This is an optimization exercise on Yosys and OpenROAD, whose aim is small area, a short achievable clock period and few clock cycles per item, not a production implementation.
Only simulation tests tie the RTL to the original design; equivalence was not proved.

==> flow/design.v <==
module rdec (
    input  wire        clk,
    input  wire        rst,           
    input  wire        cfg_valid,
    output wire        cfg_ready,
    input  wire [3:0]  cfg_nch,       
    input  wire [12:0] cfg_slots,     
    input  wire [15:0] cfg_order,     
    input  wire [23:0] cfg_weight,    
    input  wire [39:0] cfg_k0,        
    input  wire [23:0] cfg_map,       
    input  wire        in_valid,
    output wire        in_ready,
    input  wire [31:0] in_data,
    input  wire        in_last,       
    output wire        out_valid,
    input  wire        out_ready,
    output wire [23:0] out_value,
    output wire        out_last       
);
    localparam [2:0] S_IDLE  = 3'd0,
                     S_PRED  = 3'd1,
                     S_Q     = 3'd2,
                     S_BITS  = 3'd3,
                     S_CALC  = 3'd4,
                     S_OUT   = 3'd5,
                     S_DRAIN = 3'd6;
    reg [2:0] state;
    reg [3:0]  nch;
    reg [12:0] slots;
    reg [1:0]  order  [0:7];
    reg [2:0]  weight [0:7];
    reg [2:0]  mapc   [0:7];
    reg [35:0]        acc   [0:7];    
    reg [5:0]         cnt   [0:7];    
    reg signed [27:0] x1    [0:7];    
    reg signed [27:0] x2    [0:7];    
    reg signed [27:0] err   [0:7];    
    reg [2:0]  c;
    reg [12:0] t;
    reg [31:0] wbuf;
    reg [5:0]  wcnt;                  
    reg        wlast;
    reg [4:0]         k;
    reg [5:0]         q;
    reg [4:0]         nbits;
    reg [26:0]        u;
    reg signed [27:0] pt_cur;
    reg signed [27:0] cross_cur;
    reg        ovalid;
    reg [23:0] ovalue;
    reg        olast;
    integer i;
    wire [1:0]  ord_c = order[c];
    wire [1:0]  j     = (t == 13'd0) ? 2'd0 :
                        (t == 13'd1 && ord_c == 2'd2) ? 2'd1 : ord_c;
    reg signed [27:0] pt_w;
    always @(*) begin
        case (j)
            2'd1:    pt_w = x1[c];
            2'd2:    pt_w = (x1[c] <<< 1) - x2[c];
            default: pt_w = 28'sd0;
        endcase
    end
    wire [2:0]         nb       = c - mapc[c];
    wire signed [31:0] wprod    = $signed({1'b0, weight[c]}) * err[nb];
    wire signed [31:0] wq       = wprod >>> 2;
    wire signed [27:0] cross_w  = (mapc[c] == 3'd0) ? 28'sd0 : wq[27:0];
    reg [4:0] k_w;
    always @(*) begin
        k_w = 5'd24;
        for (i = 23; i >= 0; i = i - 1)
            if (({30'd0, cnt[c]} << i) >= acc[c])
                k_w = i[4:0];
    end
    wire signed [27:0] uh   = $signed({2'b00, u[26:1]});
    wire signed [27:0] r_w  = u[0] ? -uh - 28'sd1 : uh;
    wire signed [27:0] x_w  = pt_cur + cross_cur + r_w;
    wire [35:0]        a_up = acc[c] + {9'd0, u};
    wire last_pos  = ({1'b0, c} == nch - 4'd1);
    wire last_slot = (t == slots - 13'd1);
    wire need_bit = (state == S_Q) || (state == S_BITS);
    wire have_bit = (wcnt != 6'd0);
    wire bit_in   = wbuf[31];
    assign cfg_ready = (state == S_IDLE);
    assign in_ready  = ((need_bit && !have_bit) || (state == S_DRAIN && !wlast));
    assign out_valid = ovalid;
    assign out_value = ovalue;
    assign out_last  = olast;
    always @(posedge clk) begin
        if (rst) begin
            state  <= S_IDLE;
            wcnt   <= 6'd0;
            wlast  <= 1'b0;
            ovalid <= 1'b0;
            olast  <= 1'b0;
        end else begin
            case (state)
            S_IDLE: begin
                if (cfg_valid) begin
                    nch   <= cfg_nch;
                    slots <= cfg_slots;
                    for (i = 0; i < 8; i = i + 1) begin
                        order[i]  <= cfg_order[2*i +: 2];
                        weight[i] <= cfg_weight[3*i +: 3];
                        mapc[i]   <= cfg_map[3*i +: 3];
                        acc[i]    <= 36'd1 << cfg_k0[5*i +: 5];
                        cnt[i]    <= 6'd1;
                    end
                    c     <= 3'd0;
                    t     <= 13'd0;
                    wcnt  <= 6'd0;
                    wlast <= 1'b0;
                    state <= S_PRED;
                end
            end
            S_PRED: begin
                pt_cur    <= pt_w;
                cross_cur <= cross_w;
                k         <= k_w;
                q         <= 6'd0;
                u         <= 27'd0;
                state     <= S_Q;
            end
            S_Q: begin
                if (!have_bit) begin
                    if (in_valid) begin
                        wbuf  <= in_data;
                        wcnt  <= 6'd32;
                        wlast <= in_last;
                    end
                end else begin
                    wbuf <= {wbuf[30:0], 1'b0};
                    wcnt <= wcnt - 6'd1;
                    if (bit_in) begin
                        q <= q + 6'd1;
                        if (q == 6'd31) begin
                            u     <= 27'd0;
                            nbits <= 5'd27;
                            state <= S_BITS;
                        end
                    end else begin
                        u     <= {21'd0, q};
                        nbits <= k;
                        state <= (k == 5'd0) ? S_CALC : S_BITS;
                    end
                end
            end
            S_BITS: begin
                if (!have_bit) begin
                    if (in_valid) begin
                        wbuf  <= in_data;
                        wcnt  <= 6'd32;
                        wlast <= in_last;
                    end
                end else begin
                    wbuf  <= {wbuf[30:0], 1'b0};
                    wcnt  <= wcnt - 6'd1;
                    u     <= {u[25:0], bit_in};
                    nbits <= nbits - 5'd1;
                    if (nbits == 5'd1)
                        state <= S_CALC;
                end
            end
            S_CALC: begin
                x2[c]  <= x1[c];
                x1[c]  <= x_w;
                err[c] <= x_w - pt_cur;
                if (cnt[c] == 6'd63) begin
                    acc[c] <= a_up >> 1;
                    cnt[c] <= 6'd32;
                end else begin
                    acc[c] <= a_up;
                    cnt[c] <= cnt[c] + 6'd1;
                end
                ovalid <= 1'b1;
                ovalue <= x_w[23:0];
                olast  <= last_pos && last_slot;
                state  <= S_OUT;
            end
            S_OUT: begin
                if (out_ready) begin
                    ovalid <= 1'b0;
                    olast  <= 1'b0;
                    if (last_pos) begin
                        c <= 3'd0;
                        t <= t + 13'd1;
                    end else begin
                        c <= c + 3'd1;
                    end
                    state <= (last_pos && last_slot) ? S_DRAIN : S_PRED;
                end
            end
            S_DRAIN: begin
                if (wlast) begin
                    wcnt  <= 6'd0;
                    wlast <= 1'b0;
                    state <= S_IDLE;
                end else if (in_valid) begin
                    wcnt  <= 6'd0;
                    wlast <= in_last;
                end
            end
            default: state <= S_IDLE;
            endcase
        end
    end
endmodule
==> flow/run.sh <==
#!/bin/bash
# synth_recipe.tcl (not shown) runs the flow's synth.tcl, then flattens the netlist and writes it again
# the make line also repeats each setting of config.mk as NAME=value (left out here)
make -C /OpenROAD-flow-scripts/flow DESIGN_CONFIG=/design/flow/config.mk WORK_HOME=/design/flow/orfs CLKGATE_MAP_FILE= SYNTH_SCRIPT=/design/flow/synth_recipe.tcl finish
==> flow/config.mk <==
export PLATFORM = sky130hd
export DESIGN_NAME = rdec
export DESIGN_NICKNAME = rdec
export VERILOG_FILES = /design/flow/design.v
export SDC_FILE = /design/flow/constraint.sdc
export NUM_CORES = 4
export LEC_CHECK = 0
export CAP_MARGIN = 20
export CORE_MARGIN = 2
export CORE_UTILIZATION = 40
export SLEW_MARGIN = 20
==> flow/constraint.sdc <==
create_clock -name core_clock -period 10.0 [get_ports {clk}]
set_input_delay 2.0000 -clock core_clock [delete_from_list [all_inputs] [get_ports {clk}]]
set_output_delay 2.0000 -clock core_clock [all_outputs]
set_load 0.01 [all_outputs]
==> summary.txt <==
[through the flow]
stage	area [µm²]	hold slack [ns]	utilization [%]	std cells
floorplan	67400	0.448	-	5179
finish	76500	0.480	45.7	7693
detailed placement	72000	0.471	43.1	7437
global route	76500	0.514	45.7	7692
global placement	72000	0.452	43.1	7437
CTS	76400	0.478	45.7	7690
[cells by family (layout without fill, tap and decap cells)]
family / after synthesis / in the layout
flops: 1275 / 1275
other cells: 0 / 2
fa+ha+maj: 383 / 383
xor+xnor: 193 / 193
mux: 408 / 408
buf+inv: 535 / 843
compound gates: 853 / 853
simple gates: 1532 / 1532
[critical path: cells and delay by family (launching register included)]
kind / cells / cell delay (ns)
xor+xnor: 3 / 0.58
compound gates: 8 / 2.16
flops: 1 / 0.54
simple gates: 8 / 1.27
fa+ha+maj: 6 / 2.01
mux: 2 / 0.84
buf+inv: 5 / 0.98
[area by class of cell]
class | count | area (µm²) | share of cell area [%]
Tap cell | 2204 | 2760 | 3.61
Clock buffer | 168 | 3710 | 4.86
Antenna cell | 2 | 5.00 | 0.00654
Multi-Input combinational cell | 3369 | 27300 | 35.8
Inverter | 317 | 1230 | 1.61
Clock inverter | 85 | 697 | 0.911
Sequential cell | 1275 | 38100 | 49.9
Timing Repair Buffer | 273 | 2580 | 3.37
[sequential cells by signal (all words and copies together) (netlist names), 16 cells and up, named ones only]
| register | cells |
|---|---|
| order | 16 |
| cross_cur | 28 |
| cnt | 48 |
| pt_cur | 28 |
| err | 224 |
| u | 27 |
| x2 | 224 |
| ovalue | 24 |
| mapc | 24 |
| acc | 288 |
| x1 | 224 |
| wbuf | 32 |
| weight | 24 |
[routing by layer]
layer	GRT usage, %	part of all wire, %	vias to the layer above
li1	-	-	20056
met3	4.18	7.8	443
met4	8.84	4.0	0
met1	30.6	41	22688
met2	37.1	47	2015
met5	0	0	-
[synth_stat cells (10+ instances only)]
master                      instances
sky130_fd_sc_hd__edfxtp_1        1260
sky130_fd_sc_hd__nand2_1          469
sky130_fd_sc_hd__nor2_1           376
sky130_fd_sc_hd__ha_1             324
sky130_fd_sc_hd__inv_1            311
sky130_fd_sc_hd__o21ai_0          255
sky130_fd_sc_hd__mux4_2           244
sky130_fd_sc_hd__nand3_1          184
sky130_fd_sc_hd__a21oi_1          156
sky130_fd_sc_hd__clkbuf_1         152
sky130_fd_sc_hd__xnor2_1          132
sky130_fd_sc_hd__mux2i_1          100
sky130_fd_sc_hd__nor3_1            80
sky130_fd_sc_hd__o31ai_1           68
sky130_fd_sc_hd__xor2_1            61
sky130_fd_sc_hd__nor2b_1           60
sky130_fd_sc_hd__fa_1              59
sky130_fd_sc_hd__mux2_2            57
sky130_fd_sc_hd__a21o_1            56
sky130_fd_sc_hd__nand2b_1          53
sky130_fd_sc_hd__and3_1            51
sky130_fd_sc_hd__nand4_1           49
sky130_fd_sc_hd__or3_1             42
sky130_fd_sc_hd__or2_2             40
sky130_fd_sc_hd__o21a_1            39
sky130_fd_sc_hd__buf_2             37
sky130_fd_sc_hd__o41ai_1           27
sky130_fd_sc_hd__a31oi_1           24
sky130_fd_sc_hd__a211oi_1          23
sky130_fd_sc_hd__nand3b_1          23
sky130_fd_sc_hd__and2_1            22
sky130_fd_sc_hd__buf_1             21
sky130_fd_sc_hd__nor3b_1           20
sky130_fd_sc_hd__nor4_1            19
sky130_fd_sc_hd__o21bai_1          18
sky130_fd_sc_hd__o21ai_1           16
sky130_fd_sc_hd__dfxtp_1           15
sky130_fd_sc_hd__o211ai_1          15
sky130_fd_sc_hd__a22oi_1           13
sky130_fd_sc_hd__a2111oi_0         11
sky130_fd_sc_hd__a32o_1            10
[path summary, 6_finish.rpt]
path	startpoint	to	slack (ns)	cells past startpoint
worst max register to register	c[0]$_DFFE_PP_	cross_cur[27]$_SDFFCE_PN0P_	1.28	32
worst min register to register	olast$_SDFFE_PP0P_	olast$_SDFFE_PP0P_	0.48	2
worst min-delay path	olast$_SDFFE_PP0P_	olast$_SDFFE_PP0P_	0.48	2
worst max-delay path	c[0]$_DFFE_PP_	cross_cur[27]$_SDFFCE_PN0P_	1.28	32
[what timing repair did]
action,4_1_cts,5_1_grt
endpoints found under the setup margin,0,1
gates resized for setup,0,1
buffers inserted,0,0
==> report_table.html <==
<table>
<tr><th>Metric</th><th>Value</th></tr>
<tr><th colspan="2">Die</th></tr>
<tr><td>Die Area</td><td>172,000 µm²</td></tr>
<tr><td>Standard cell core area</td><td>167,000 µm²</td></tr>
<tr><td>Std-Cell Rows</td><td>150</td></tr>
<tr><td>Starting density of the core</td><td>40.3%</td></tr>
<tr><td>Ports placed on the boundary</td><td>187</td></tr>
<tr><td>Die outline width</td><td>414 µm</td></tr>
<tr><td>Die Ht</td><td>414 µm</td></tr>
<tr><th colspan="2">Yosys</th></tr>
<tr><td>Fraction of synthesized area in multiplexers</td><td>10.8%</td></tr>
<tr><td>Largest family of logic cells by synthesized area</td><td>simple AND/OR/NAND/NOR gates</td></tr>
<tr><td>Primary flip-flop cell chosen by synthesis mapping</td><td>sky130_fd_sc_hd__edfxtp_1</td></tr>
<tr><td>Post-Synthesis Mean Instance Area</td><td>13.0 µm²</td></tr>
<tr><td>Top-area cell type share of the netlist area</td><td>56.2%</td></tr>
<tr><td>Netlist Area Pre-Place</td><td>67,400 µm²</td></tr>
<tr><td>Sequential-to-total area share from yosys stat</td><td>56.6%</td></tr>
<tr><td>Dominant cell type by area after synthesis</td><td>sky130_fd_sc_hd__edfxtp_1</td></tr>
<tr><td>Area share of and/or/nand/nor cells after synthesis</td><td>10.9%</td></tr>
<tr><td>Syn_nets</td><td>5,721</td></tr>
<tr><td>Number of different library cells in the post-synthesis netlist</td><td>98</td></tr>
<tr><td>Count of state elements after synthesis</td><td>1,275</td></tr>
<tr><td>Share of synthesized registers carrying an async set or reset</td><td>0%</td></tr>
<tr><td>Post-synthesis adder-cell area fraction</td><td>7.77%</td></tr>
<tr><td>Post-synthesis compound-gate area fraction</td><td>8.26%</td></tr>
<tr><td>Ys Warns</td><td>4</td></tr>
<tr><td>Post-synthesis xor/xnor area fraction</td><td>2.51%</td></tr>
<tr><td>Number of enable-type register cells in the synthesized netlist</td><td>1,260</td></tr>
<tr><td>Gate count after technology mapping</td><td>5,179</td></tr>
<tr><td>Synth top area cells</td><td>sky130_fd_sc_hd__edfxtp_1, sky130_fd_sc_hd__mux4_2, sky130_fd_sc_hd__ha_1, sky130_fd_sc_hd__nand2_1, sky130_fd_sc_hd__nor2_1</td></tr>
<tr><th colspan="2">STA</th></tr>
<tr><td>Achievable clock frequency</td><td>0.115 GHz</td></tr>
<tr><td>Worst slew pin tran</td><td>1.23 ns</td></tr>
<tr><td>Final Critical Period</td><td>8.72 ns</td></tr>
<tr><td>Fraction of the cycle the final worst path needs</td><td>87.2%</td></tr>
<tr><td>Endpoints failing hold</td><td>0</td></tr>
<tr><td>Post-layout worst setup margin</td><td>1.28 ns</td></tr>
<tr><td>Count of pins over their slew limit</td><td>0</td></tr>
<tr><td>Tightest slew margin relative to the limit</td><td>17.7%</td></tr>
<tr><td>Unrepaired setup endpoints after global routing</td><td>no</td></tr>
<tr><td>Skew final</td><td>0.0376 ns</td></tr>
<tr><td>Final number of setup-violating endpoints</td><td>0</td></tr>
<tr><td>Total Negative Setup Slacks</td><td>0 ns</td></tr>
<tr><th colspan="2">Clock tree</th></tr>
<tr><td>Clock root buffer master</td><td>sky130_fd_sc_hd__clkbuf_16</td></tr>
<tr><td>Clock tree from TritonCTS</td><td>done</td></tr>
<tr><td>Inserted Clock Buffers</td><td>140</td></tr>
<tr><td>Clock latency of the later-clocked register in the worst-skew pair</td><td>0.79 ns</td></tr>
<tr><td>Clock transition time at the flip-flop clock pins of the worst setup and hold paths</td><td>0.06 ns</td></tr>
<tr><td>Number of hold buffers added after cts</td><td>0</td></tr>
<tr><td>CTS max path bufs</td><td>3</td></tr>
<tr><td>Maximum level of the CTS H-tree</td><td>4</td></tr>
<tr><td>Sink Count</td><td>1,275</td></tr>
<tr><th colspan="2">Route</th></tr>
<tr><td>First-pass DRT Iterations</td><td>6</td></tr>
<tr><td>Wire length reported by the detailed router</td><td>200,000 µm</td></tr>
<tr><td>Via total after detailed routing</td><td>45,202</td></tr>
<tr><td>Vias per Instance</td><td>5.88</td></tr>
<tr><td>Antenna-violating nets left</td><td>0</td></tr>
<tr><td>Number of remaining DRC errors</td><td>0</td></tr>
<tr><td>Routed length per instance</td><td>26.0 µm</td></tr>
<tr><td>Initial DRC Count</td><td>4,848</td></tr>
<tr><th colspan="2">Cells and area</th></tr>
<tr><td>Area Overhead vs Synth</td><td>13.5%</td></tr>
<tr><td>Final net count</td><td>5,918</td></tr>
<tr><td>Leading cell type in the layout, fill and taps excluded</td><td>sky130_fd_sc_hd__edfxtp_1</td></tr>
<tr><td>Most frequent cells in the layout</td><td>sky130_fd_sc_hd__edfxtp_1, sky130_fd_sc_hd__nand2_1, sky130_fd_sc_hd__nor2_1, sky130_fd_sc_hd__ha_1, sky130_fd_sc_hd__inv_1</td></tr>
<tr><td>Layout fillers</td><td>14,876</td></tr>
<tr><td>Fraction of final layout cells sized beyond drive strength 1</td><td>12.9%</td></tr>
<tr><th colspan="2">Critical path</th></tr>
<tr><td>Required time reported for the critical path endpoint</td><td>10.50 ns</td></tr>
<tr><td>Critical path launch point type</td><td>flip-flop</td></tr>
<tr><td>Critical Path Slowest Stage Cell</td><td>sky130_fd_sc_hd__buf_4</td></tr>
<tr><td>Worst-path maximum fanout</td><td>38</td></tr>
<tr><td>Category of the worst setup path capture point</td><td>flip-flop</td></tr>
<tr><td>Critical path type</td><td>reg -&gt; reg</td></tr>
<tr><td>Delay contributed by the slowest stage of the critical path</td><td>0.64 ns</td></tr>
<tr><td>Arrival time worst endpoint</td><td>9.21 ns</td></tr>
<tr><th colspan="2">Placed design</th></tr>
<tr><td>Setup slack at placement</td><td>1.05 ns</td></tr>
<tr><td>HPWL Detailed</td><td>135,000 µm</td></tr>
<tr><td>IO Port Bufs</td><td>186</td></tr>
<tr><td>Gpl congestion</td><td>0.937</td></tr>
<tr><th colspan="2">Hold path</th></tr>
<tr><td>Worst Hold Class</td><td>reg -&gt; reg</td></tr>
<tr><th colspan="2">Global routing</th></tr>
<tr><td>Wire length of the first global-routing pass</td><td>293,000 µm</td></tr>
<tr><td>Total GRT Usage</td><td>22.9%</td></tr>
<tr><td>Initial antenna violation count</td><td>2</td></tr>
<tr><td>Total grt overflow</td><td>0</td></tr>
<tr><td>Maximum number of pins on one net before global-route repair</td><td>108</td></tr>
<tr><td>Vias in the first global route</td><td>44,312</td></tr>
<tr><th colspan="2">Status</th></tr>
<tr><td>Result of the run</td><td>complete, no violations</td></tr>
<tr><th colspan="2">Run</th></tr>
<tr><td>Max-cap violations</td><td>0</td></tr>
</table>
Testbench counts, summed over its fixed seeds: cycles 1,370,443, items 72,418.

==> afterwards: timing with drivers on the ports <==
Ports are ideal in the flow. The routed layout listed here was re-timed in OpenROAD.
Step 1, drivers: a clkbuf_16 drives clk and a buf_2 each remaining input, both assumed.
Step 2 also shifts input and output timing later by t, the mid clock arrival at the registers, as if the neighbouring blocks saw the same clock.
Slacks: ideal / step 1 / step 2; pairs: ideal / step 1.
t, ns: 0.856
slack for setup (ns): 1.285 / 1.285 / 1.285
worst setup path after step 2: register to register
worst data-port slew with drivers (ns): 0.11
pins driven straight from the clock port: 1
After both steps this run still meets setup and hold. The setup slack of this run moves by 0.000 ns with the drivers and by 0.000 ns with both steps.
